What follows belongs to an exercise in optimizing a design on an open flow for small area, a short achievable clock period and few clock cycles; a production flow would make more cautious choices. Function was checked by simulation only, so behaviour that the tests miss may differ from the original.

==> job 8210 <==
==> flow/design.v <==
module q9_quant (
    input  wire         clk,
    input  wire         rst,
    input  wire         in_valid,
    output wire         in_ready,
    input  wire [511:0] in_x,
    output reg          out_valid,
    output reg  [7:0]   out_scale,
    output reg  [63:0]  out_codes,
    output reg          out_sat,
    output reg          out_qnf
);
    assign in_ready = 1'b1;
    integer i;
    reg [271:0] cx;
    always @(*) begin
        for (i = 0; i < 16; i = i + 1)
            cx[17*i +: 17] = {in_x[32*i+31 -: 16], in_x[32*i +: 16] == 16'd0};
    end
    reg          v1;
    reg  [271:0] r_x;
    reg          r_nf;
    always @(posedge clk) begin
        if (rst)
            v1 <= 1'b0;
        else
            v1 <= in_valid;
        r_x <= cx;
        r_nf <= 1'b0;
        for (i = 0; i < 16; i = i + 1)
            if (in_x[32*i+23 +: 8] == 8'hFF) r_nf <= 1'b1;
    end
    wire [7:0]  scale;
    wire [63:0] codes;
    wire        sat;
    q9_quant_block u_blk (
        .cx(r_x), .qnf(r_nf), .scale(scale), .codes(codes), .sat(sat)
    );
    always @(posedge clk) begin
        if (rst)
            out_valid <= 1'b0;
        else
            out_valid <= v1;
        out_scale <= scale;
        out_codes <= codes;
        out_sat   <= sat;
        out_qnf   <= r_nf;
    end
endmodule
module q9_quant_block (
    input  wire [271:0] cx,      
    input  wire         qnf,     
    output reg  [7:0]   scale,
    output reg  [63:0]  codes,
    output reg          sat
);
    integer i;
    function automatic gt12;
        input [11:0] a, b;
        integer n;
        reg g;
        begin
            g = 1'b0;
            for (n = 0; n < 12; n = n + 1)
                g = b[n] ? (a[n] & g) : (a[n] | g);
            gt12 = g;
        end
    endfunction
    function automatic [11:0] max12;
        input [11:0] a, b;
        max12 = gt12(b, a) ? b : a;
    endfunction
    wire [191:0] keys;
    wire [15:0]  big;
    genvar g;
    generate
        for (g = 0; g < 16; g = g + 1) begin : g_key
            q9_elem_key u_key (
                .cr(cx[17*g +: 16]), .key(keys[12*g +: 12]), .big(big[g])
            );
        end
    endgenerate
    reg [11:0] lv1 [0:7];
    reg [11:0] lv2 [0:3];
    reg [11:0] lv3 [0:1];
    reg [11:0] kmax;
    always @(*) begin
        for (i = 0; i < 8; i = i + 1)
            lv1[i] = max12(keys[24*i +: 12], keys[24*i+12 +: 12]);
        for (i = 0; i < 4; i = i + 1)
            lv2[i] = max12(lv1[2*i], lv1[2*i+1]);
        for (i = 0; i < 2; i = i + 1)
            lv3[i] = max12(lv2[2*i], lv2[2*i+1]);
        kmax = max12(lv3[0], lv3[1]);
    end
    wire [7:0] code;
    q9_scale_code u_code (.kmax(kmax), .code(code));
    wire [3:0] sn;
    wire [2:0] pl;
    wire [5:0] r0, r1;
    wire [7:0] t10, t12, t14;
    q9_scale_dec u_dec (
        .code(code), .qnf(qnf), .sn(sn), .pl(pl), .r0(r0), .r1(r1),
        .t10(t10), .t12(t12), .t14(t14)
    );
    wire [47:0] idx;
    generate
        for (g = 0; g < 16; g = g + 1) begin : g_el
            q9_elem_round u_rnd (
                .cr(cx[17*g +: 16]), .big(big[g] & ~qnf), .sn(sn), .pl(pl),
                .r0(r0), .r1(r1), .t10(t10), .t12(t12), .t14(t14),
                .idx(idx[3*g +: 3])
            );
        end
    endgenerate
    always @(*) begin
        sat = ~qnf & (|big);
        scale = qnf ? 8'hFF : code;
        for (i = 0; i < 16; i = i + 1)
            codes[4*i +: 4] = {cx[17*i+16] & ~qnf, idx[3*i +: 3]};
    end
endmodule
module q9_elem_key (
    input  wire [15:0] cr,       
    output wire [11:0] key,
    output wire        big
);
    wire [7:0] e = cr[15:8];
    wire [5:0] vs = {cr[7:3], cr[2] | cr[1] | ~cr[0]};    
    reg [3:0] cls;
    always @(*) begin
        if (e == 8'd0)          cls = {3'd0, vs != 6'd0};
        else if (vs > 6'd56)    cls = 4'd8;
        else if (vs > 6'd44)    cls = 4'd7;
        else if (vs > 6'd32)    cls = 4'd6;
        else if (vs > 6'd26)    cls = 4'd5;
        else if (vs > 6'd20)    cls = 4'd4;
        else if (vs > 6'd14)    cls = 4'd3;
        else if (vs > 6'd8)     cls = 4'd2;
        else if (vs > 6'd2)     cls = 4'd1;
        else                    cls = 4'd0;
    end
    assign key = {e, cls};
    assign big = (e[7] & (e[6:0] > 7'h12)) |
                 ((e == 8'h92) & cr[7] & (cr[6:3] != 4'd0));
endmodule
module q9_scale_code (
    input  wire [11:0] kmax,
    output reg  [7:0]  code
);
    wire [10:0] lin = {kmax[11:4], 3'd0} + {7'd0, kmax[3:0]};
    always @(*) begin
        if (lin == 11'd0)
            code = 8'h00;
        else if (lin <= 11'd925)
            code = 8'd1 + (lin > 11'd901) + (lin > 11'd909) + (lin > 11'd913)
                        + (lin > 11'd917) + (lin > 11'd919) + (lin > 11'd921)
                        + (lin > 11'd923);
        else if (lin >= 11'd1172)
            code = 8'hFE;
        else
            code = lin - 11'd917;
    end
endmodule
module q9_scale_dec (
    input  wire [7:0] code,
    input  wire       qnf,
    output reg  [3:0] sn,
    output wire [2:0] pl,
    output wire [5:0] r0,
    output wire [5:0] r1,
    output wire [7:0] t10,
    output wire [7:0] t12,
    output wire [7:0] t14
);
    reg [7:0] sb;
    always @(*) begin
        if (code[7:3] != 5'd0) begin
            sn = {1'b1, code[2:0]};
            sb = {3'd0, code[7:3]} + 8'd112;
        end else if (code[2]) begin
            sn = {code[2:0], 1'b0};
            sb = 8'd112;
        end else if (code[1]) begin
            sn = {code[1:0], 2'd0};
            sb = 8'd111;
        end else begin
            sn = 4'd8;
            sb = 8'd110;
        end
    end
    wire [7:0] p = ~(sb - 8'd2);
    assign pl = p[2:0];
    assign r0 = qnf ? 6'd32 : 6'd32 - {1'b0, p[7:3]};
    assign r1 = qnf ? 6'd32 : 6'd31 - {1'b0, p[7:3]};
    assign t10 = {sn, 3'd0} + {sn, 1'b0};
    assign t12 = {sn, 3'd0} + {sn, 2'd0};
    assign t14 = {sn, 4'd0} - {sn, 1'b0};
endmodule
module q9_elem_round (
    input  wire [15:0] cr,       
    input  wire        big,
    input  wire [3:0]  sn,
    input  wire [2:0]  pl,
    input  wire [5:0]  r0,
    input  wire [5:0]  r1,
    input  wire [7:0]  t10,
    input  wire [7:0]  t12,
    input  wire [7:0]  t14,
    output reg  [2:0]  idx
);
    function automatic cmp9;
        input [8:0] a, b;
        input       ge_in;
        integer n;
        reg g;
        begin
            g = ge_in;
            for (n = 0; n < 9; n = n + 1)
                g = b[n] ? (a[n] & g) : (a[n] | g);
            cmp9 = g;
        end
    endfunction
    wire [7:0]  e = cr[15:8];
    wire [6:0]  f = cr[7:1];     
    wire        z = cr[0];       
    wire ge  = cmp9({6'd0, f[6:4]}, {6'd0, sn[2:0]}, 1'b1);
    wire eq1 = (f[6:4] == sn[2:0]) && (f[3:0] == 4'd0) && z;
    wire [7:0] zi = ge ? {2'b01, f[6:1]} : {1'b1, f[6:0]};
    wire       zs = ~z | (ge & f[0]);
    wire gt125 = cmp9({zi, zs}, {t10, 1'b0}, 1'b0);
    wire ge15  = cmp9({1'b0, zi}, {1'b0, t12}, 1'b1);
    wire ge175 = cmp9({1'b0, zi}, {1'b0, t14}, 1'b1);
    wire [3:0] wl = {1'b0, e[2:0]} + {1'b0, pl} + {3'd0, ge};
    wire       win = wl[3] ? ({1'b0, e[7:3]} == r1) : ({1'b0, e[7:3]} == r0);
    always @(*) begin
        if (big)
            idx = 3'd7;
        else if (!win)
            idx = 3'd0;
        else if (wl[2])
            idx = {2'b11, gt125};          
        else
            case (wl[1:0])
                2'd0:    idx = {2'b00, ~eq1};
                2'd1:    idx = 3'd1 + ge15;
                2'd2:    idx = 3'd2 + gt125 + ge175;
                default: idx = 3'd4 + gt125 + ge175;
            endcase
    end
endmodule
==> flow/run.sh <==
#!/bin/bash
# synth_recipe.tcl (not shown) runs the flow's synth.tcl, then flattens the netlist and writes it again
# the make line also repeats each setting of config.mk as NAME=value (left out here)
make -C /OpenROAD-flow-scripts/flow DESIGN_CONFIG=/design/flow/config.mk WORK_HOME=/design/flow/orfs CLKGATE_MAP_FILE= SYNTH_SCRIPT=/design/flow/synth_recipe.tcl finish
==> flow/config.mk <==
export PLATFORM = sky130hd
export DESIGN_NAME = q9_quant
export DESIGN_NICKNAME = q9_quant
export VERILOG_FILES = /design/flow/design.v
export SDC_FILE = /design/flow/constraint.sdc
export NUM_CORES = 4
export LEC_CHECK = 0
export ABC_AREA = 1
export CAP_MARGIN = 20
export CORE_MARGIN = 2
export CORE_UTILIZATION = 60
export SLEW_MARGIN = 20
==> flow/constraint.sdc <==
create_clock -name core_clock -period 80.0 [get_ports {clk}]
set_input_delay 16.0000 -clock core_clock [delete_from_list [all_inputs] [get_ports {clk}]]
set_output_delay 16.0000 -clock core_clock [all_outputs]
set_load 0.01 [all_outputs]
==> job 600: changes against job 8210 <==
--- a/flow/design.v
+++ b/flow/design.v
@@ -20,5 +20,4 @@
     reg          v1;
     reg  [271:0] r_x;
-    reg          r_nf;
     always @(posedge clk) begin
         if (rst)
@@ -27,7 +26,10 @@
             v1 <= in_valid;
         r_x <= cx;
-        r_nf <= 1'b0;
+    end
+    reg qnf;
+    always @(*) begin
+        qnf = 1'b0;
         for (i = 0; i < 16; i = i + 1)
-            if (in_x[32*i+23 +: 8] == 8'hFF) r_nf <= 1'b1;
+            if (r_x[17*i+8 +: 8] == 8'hFF) qnf = 1'b1;
     end
     wire [7:0]  scale;
@@ -35,5 +37,5 @@
     wire        sat;
     q9_quant_block u_blk (
-        .cx(r_x), .qnf(r_nf), .scale(scale), .codes(codes), .sat(sat)
+        .cx(r_x), .qnf(qnf), .scale(scale), .codes(codes), .sat(sat)
     );
     always @(posedge clk) begin
@@ -45,5 +47,5 @@
         out_codes <= codes;
         out_sat   <= sat;
-        out_qnf   <= r_nf;
+        out_qnf   <= qnf;
     end
 endmodule
@@ -58,11 +60,17 @@
     function automatic gt12;
         input [11:0] a, b;
-        integer n;
-        reg g;
+        integer n, w;
+        reg [11:0] g, q;
         begin
-            g = 1'b0;
-            for (n = 0; n < 12; n = n + 1)
-                g = b[n] ? (a[n] & g) : (a[n] | g);
-            gt12 = g;
+            for (n = 0; n < 12; n = n + 1) begin
+                g[n] = a[n] & ~b[n];
+                q[n] = a[n] | ~b[n];
+            end
+            for (w = 1; w < 12; w = w * 2)
+                for (n = 0; n + w < 12; n = n + 2 * w) begin
+                    g[n] = g[n + w] | (q[n + w] & g[n]);
+                    q[n] = g[n + w] | (q[n + w] & q[n]);
+                end
+            gt12 = g[0];
         end
     endfunction
==> flow/flow/run.sh (new file) <==
#!/bin/bash
# Layout flow: the standard synthesis, then its combinational logic re-mapped
# by ABC with a stronger script (registers untouched), then the
# standard ORFS steps from the synthesis database on, with the port buffers
# made of buf_1 cells.
set -euo pipefail
R=orfs/results/$FLOW_PLATFORM/q9_quant/base
bash standard.sh synth > synth_std.log 2>&1
cp $R/1_2_yosys.v $R/1_2_yosys_std.v
bash flow/resynth.sh $R/1_2_yosys_std.v $R/1_2_yosys.v flow/resynth.abc > resynth.log 2>&1
rm -f $R/1_synth.odb $R/1_synth.sdc
export BUFFER_PORTS_ARGS="-buffer_cell sky130_fd_sc_hd__buf_1"
bash standard.sh > layout.log 2>&1
==> flow/flow/resynth.abc (new file) <==
strash
&get -n
&fraig -x
&put
scorr
dc2
balance; rewrite; refactor; balance; rewrite; rewrite -z; balance; refactor -z; rewrite -z; balance
dch -f
dc2
strash
&get -n
&dch -f
strash
dch -f
map -D 10000
topo
buffer -p
upsize -D 10000
dnsize -D 10000
==> flow/flow/resynth.sh (new file) <==
#!/bin/bash
# Re-maps the combinational logic of the standard synthesis netlist with a
# stronger ABC script. Registers keep their instances, names and cell types.
# usage: resynth.sh in.v out.v abc_script
set -euo pipefail
IN=$1; OUT=$2; SCRIPT=$3
LIB=$FLOW_HOME/platforms/sky130hd/lib/sky130_fd_sc_hd__tt_025C_1v80.lib
DU=""
for c in probe_p_8 probec_p_8 lpflow_bleeder_1 lpflow_clkbufkapwr_1 lpflow_clkbufkapwr_16 \
         lpflow_clkbufkapwr_2 lpflow_clkbufkapwr_4 lpflow_clkbufkapwr_8 lpflow_clkinvkapwr_1 \
         lpflow_clkinvkapwr_16 lpflow_clkinvkapwr_2 lpflow_clkinvkapwr_4 lpflow_clkinvkapwr_8 \
         lpflow_decapkapwr_12 lpflow_decapkapwr_3 lpflow_decapkapwr_4 lpflow_decapkapwr_6 \
         lpflow_decapkapwr_8 lpflow_inputiso0n_1 lpflow_inputiso0p_1 lpflow_inputiso1n_1 \
         lpflow_inputiso1p_1 lpflow_inputisolatch_1 lpflow_isobufsrc_1 lpflow_isobufsrc_16 \
         lpflow_isobufsrc_2 lpflow_isobufsrc_4 lpflow_isobufsrc_8 lpflow_isobufsrckapwr_16 \
         lpflow_lsbuf_lh_hl_isowell_tap_1 lpflow_lsbuf_lh_hl_isowell_tap_2 \
         lpflow_lsbuf_lh_hl_isowell_tap_4 lpflow_lsbuf_lh_isowell_4 \
         lpflow_lsbuf_lh_isowell_tap_1 lpflow_lsbuf_lh_isowell_tap_2 lpflow_lsbuf_lh_isowell_tap_4; do
    DU="$DU -dont_use sky130_fd_sc_hd__$c"
done
TOP=$FLOW_TOP
yosys -p "
read_liberty -ignore_miss_func $LIB
read_verilog $IN
hierarchy -top $TOP
setattr -mod -set keep_hierarchy 1 sky130_fd_sc_hd__df* sky130_fd_sc_hd__edf* sky130_fd_sc_hd__sdf* sky130_fd_sc_hd__conb*
flatten
opt -purge
abc -liberty $LIB $DU -script $SCRIPT
opt_clean -purge
hilomap -singleton -hicell sky130_fd_sc_hd__conb_1 HI -locell sky130_fd_sc_hd__conb_1 LO
insbuf -buf sky130_fd_sc_hd__buf_4 A X
splitnets
opt_clean -purge
tee -o $OUT.stat stat -liberty $LIB
select -module $TOP
write_verilog -noattr -noexpr -nohex -nodec -selected $OUT
"
==> flow/standard.sh (new file) <==
#!/bin/bash
# synth_recipe.tcl (not shown) runs the flow's synth.tcl, then flattens the netlist and writes it again
# the make line also repeats each setting of config.mk as NAME=value (left out here)
make -C /OpenROAD-flow-scripts/flow DESIGN_CONFIG=/design/flow/config.mk WORK_HOME=/design/flow/orfs CLKGATE_MAP_FILE= SYNTH_SCRIPT=/design/flow/synth_recipe.tcl "${@:-finish}"
CORE_UTILIZATION = 40   (was 60)
removed: flow/run.sh
==> job 1279: changes against job 8210 <==
--- a/flow/design.v
+++ b/flow/design.v
@@ -20,5 +20,4 @@
     reg          v1;
     reg  [271:0] r_x;
-    reg          r_nf;
     always @(posedge clk) begin
         if (rst)
@@ -27,7 +26,10 @@
             v1 <= in_valid;
         r_x <= cx;
-        r_nf <= 1'b0;
+    end
+    reg qnf;
+    always @(*) begin
+        qnf = 1'b0;
         for (i = 0; i < 16; i = i + 1)
-            if (in_x[32*i+23 +: 8] == 8'hFF) r_nf <= 1'b1;
+            if (r_x[17*i+8 +: 8] == 8'hFF) qnf = 1'b1;
     end
     wire [7:0]  scale;
@@ -35,5 +37,5 @@
     wire        sat;
     q9_quant_block u_blk (
-        .cx(r_x), .qnf(r_nf), .scale(scale), .codes(codes), .sat(sat)
+        .cx(r_x), .qnf(qnf), .scale(scale), .codes(codes), .sat(sat)
     );
     always @(posedge clk) begin
@@ -45,5 +47,5 @@
         out_codes <= codes;
         out_sat   <= sat;
-        out_qnf   <= r_nf;
+        out_qnf   <= qnf;
     end
 endmodule
@@ -58,11 +60,17 @@
     function automatic gt12;
         input [11:0] a, b;
-        integer n;
-        reg g;
+        integer n, w;
+        reg [11:0] g, q;
         begin
-            g = 1'b0;
-            for (n = 0; n < 12; n = n + 1)
-                g = b[n] ? (a[n] & g) : (a[n] | g);
-            gt12 = g;
+            for (n = 0; n < 12; n = n + 1) begin
+                g[n] = a[n] & ~b[n];
+                q[n] = a[n] | ~b[n];
+            end
+            for (w = 1; w < 12; w = w * 2)
+                for (n = 0; n + w < 12; n = n + 2 * w) begin
+                    g[n] = g[n + w] | (q[n + w] & g[n]);
+                    q[n] = g[n + w] | (q[n + w] & q[n]);
+                end
+            gt12 = g[0];
         end
     endfunction
==> flow/flow/run.sh (new file) <==
#!/bin/bash
# Layout flow: the standard synthesis, then its combinational logic re-mapped
# by ABC with a stronger script (registers untouched), then the
# standard ORFS steps from the synthesis database on, with the port buffers
# made of buf_1 cells.
set -euo pipefail
R=orfs/results/$FLOW_PLATFORM/q9_quant/base
bash standard.sh synth > synth_std.log 2>&1
cp $R/1_2_yosys.v $R/1_2_yosys_std.v
bash flow/resynth.sh $R/1_2_yosys_std.v $R/1_2_yosys.v flow/resynth.abc > resynth.log 2>&1
rm -f $R/1_synth.odb $R/1_synth.sdc
export BUFFER_PORTS_ARGS="-buffer_cell sky130_fd_sc_hd__buf_1"
bash standard.sh > layout.log 2>&1
==> flow/flow/resynth.abc (new file) <==
strash
&get -n
&fraig -x
&put
scorr
dc2
balance; rewrite; refactor; balance; rewrite; rewrite -z; balance; refactor -z; rewrite -z; balance
&get -n
&deepsyn -T 60
&put
dch -f
strash
dch -f
map -D 10000
topo
buffer -p
upsize -D 10000
dnsize -D 10000
==> flow/flow/resynth.sh (new file) <==
#!/bin/bash
# Re-maps the combinational logic of the standard synthesis netlist with a
# stronger ABC script. Registers keep their instances, names and cell types.
# usage: resynth.sh in.v out.v abc_script
set -euo pipefail
IN=$1; OUT=$2; SCRIPT=$3
LIB=$FLOW_HOME/platforms/sky130hd/lib/sky130_fd_sc_hd__tt_025C_1v80.lib
DU=""
for c in probe_p_8 probec_p_8 lpflow_bleeder_1 lpflow_clkbufkapwr_1 lpflow_clkbufkapwr_16 \
         lpflow_clkbufkapwr_2 lpflow_clkbufkapwr_4 lpflow_clkbufkapwr_8 lpflow_clkinvkapwr_1 \
         lpflow_clkinvkapwr_16 lpflow_clkinvkapwr_2 lpflow_clkinvkapwr_4 lpflow_clkinvkapwr_8 \
         lpflow_decapkapwr_12 lpflow_decapkapwr_3 lpflow_decapkapwr_4 lpflow_decapkapwr_6 \
         lpflow_decapkapwr_8 lpflow_inputiso0n_1 lpflow_inputiso0p_1 lpflow_inputiso1n_1 \
         lpflow_inputiso1p_1 lpflow_inputisolatch_1 lpflow_isobufsrc_1 lpflow_isobufsrc_16 \
         lpflow_isobufsrc_2 lpflow_isobufsrc_4 lpflow_isobufsrc_8 lpflow_isobufsrckapwr_16 \
         lpflow_lsbuf_lh_hl_isowell_tap_1 lpflow_lsbuf_lh_hl_isowell_tap_2 \
         lpflow_lsbuf_lh_hl_isowell_tap_4 lpflow_lsbuf_lh_isowell_4 \
         lpflow_lsbuf_lh_isowell_tap_1 lpflow_lsbuf_lh_isowell_tap_2 lpflow_lsbuf_lh_isowell_tap_4; do
    DU="$DU -dont_use sky130_fd_sc_hd__$c"
done
TOP=$FLOW_TOP
yosys -p "
read_liberty -ignore_miss_func $LIB
read_verilog $IN
hierarchy -top $TOP
setattr -mod -set keep_hierarchy 1 sky130_fd_sc_hd__df* sky130_fd_sc_hd__edf* sky130_fd_sc_hd__sdf* sky130_fd_sc_hd__conb*
flatten
opt -purge
abc -liberty $LIB $DU -script $SCRIPT
opt_clean -purge
hilomap -singleton -hicell sky130_fd_sc_hd__conb_1 HI -locell sky130_fd_sc_hd__conb_1 LO
insbuf -buf sky130_fd_sc_hd__buf_4 A X
splitnets
opt_clean -purge
tee -o $OUT.stat stat -liberty $LIB
select -module $TOP
write_verilog -noattr -noexpr -nohex -nodec -selected $OUT
"
==> flow/standard.sh (new file) <==
#!/bin/bash
# synth_recipe.tcl (not shown) runs the flow's synth.tcl, then flattens the netlist and writes it again
# the make line also repeats each setting of config.mk as NAME=value (left out here)
make -C /OpenROAD-flow-scripts/flow DESIGN_CONFIG=/design/flow/config.mk WORK_HOME=/design/flow/orfs CLKGATE_MAP_FILE= SYNTH_SCRIPT=/design/flow/synth_recipe.tcl "${@:-finish}"
CORE_UTILIZATION = 40   (was 60)
removed: flow/run.sh
==> results.txt <==
Worst setup slack: job 600 > job 1279 > job 8210. Clock skew: job 600 is higher than job 1279 (2.3 ps). Routed wire length: job 8210 > job 600 > job 1279. Sequential share of layout area, lowest first: job 8210, job 600, job 1279. In job 8210 the area after synthesis is higher than in job 600, by 23%.
==> figures <==
| quantity | job 1279 | job 600 | job 8210 |
|---|---|---|---|
| Status | timing/DRC/antenna clean | timing/DRC/antenna clean | timing/DRC/antenna clean |
| Total area of multi-input combinational cells | 0.0154 mm^2 | 0.0161 mm^2 | 0.0207 mm^2 |
| Hold Path Sink | out_valid | out_valid | out_codes[3] |
| Number of sinks driven by the clock tree | 348 | 348 | 349 |
| Final-layout non-clock buffer area share | 8.39% | 8.21% | 15.5% |
| Clock insertion delay at the later pin of the skew report | 600 ps | 600 ps | 620 ps |
| Antenna cells | 1 | 0 | 1 |
| Max-Slew Margin vs Limit | 23.7% | 24.2% | 24.1% |
| Die W | 255 um | 259 um | 235 um |
| Clk pin slew, worst setup/hold paths | 60 ps | 70 ps | 70 ps |
| Worst Reg2Reg Path Length in Cells | 74 | 87 | 112 |
| Filler instances | 6756 | 7009 | 4233 |
| Category of the worst setup path capture point | primary output | primary output | flip-flop |
Testbench counts of job 8210, summed over its fixed seeds: cycles 16,016.
Testbench counts of job 600, summed over its fixed seeds: cycles 16,016.
Testbench counts of job 1279, summed over its fixed seeds: cycles 16,016.

==> what the ideal ports hide <==
The results above use ideal ports. As a check the final layouts listed here were re-extracted and re-timed, cells and wires unchanged. Step 1 sets driving cells, clkbuf_16 on the clock port and buf_2 on the other inputs (assumed; they add their load-dependent delay and slew). Step 2, shift: input delay + t, output delay - t, t = (earliest + latest rising clock arrival at the registers) / 2. This alone moves slack from input paths to output paths. Slacks: ideal ports / drivers / drivers and shift; pairs: ideal ports / drivers.
run | t, ns | slack for setup (ns) | clock arrival spread, ns
job 8210 | 0.660 | 62.104 / 62.104 / 61.981 | 0.043 / 0.044
job 600 | 0.643 | 62.871 / 62.804 / 62.839 | 0.041 / 0.041
job 1279 | 0.645 | 62.803 / 62.736 / 63.087 | 0.039 / 0.039
After both steps setup and hold are still met in every run listed. For job 8210, which loses most, drivers alone change the setup slack by 0.000 ns; drivers and shift together by -0.123 ns.
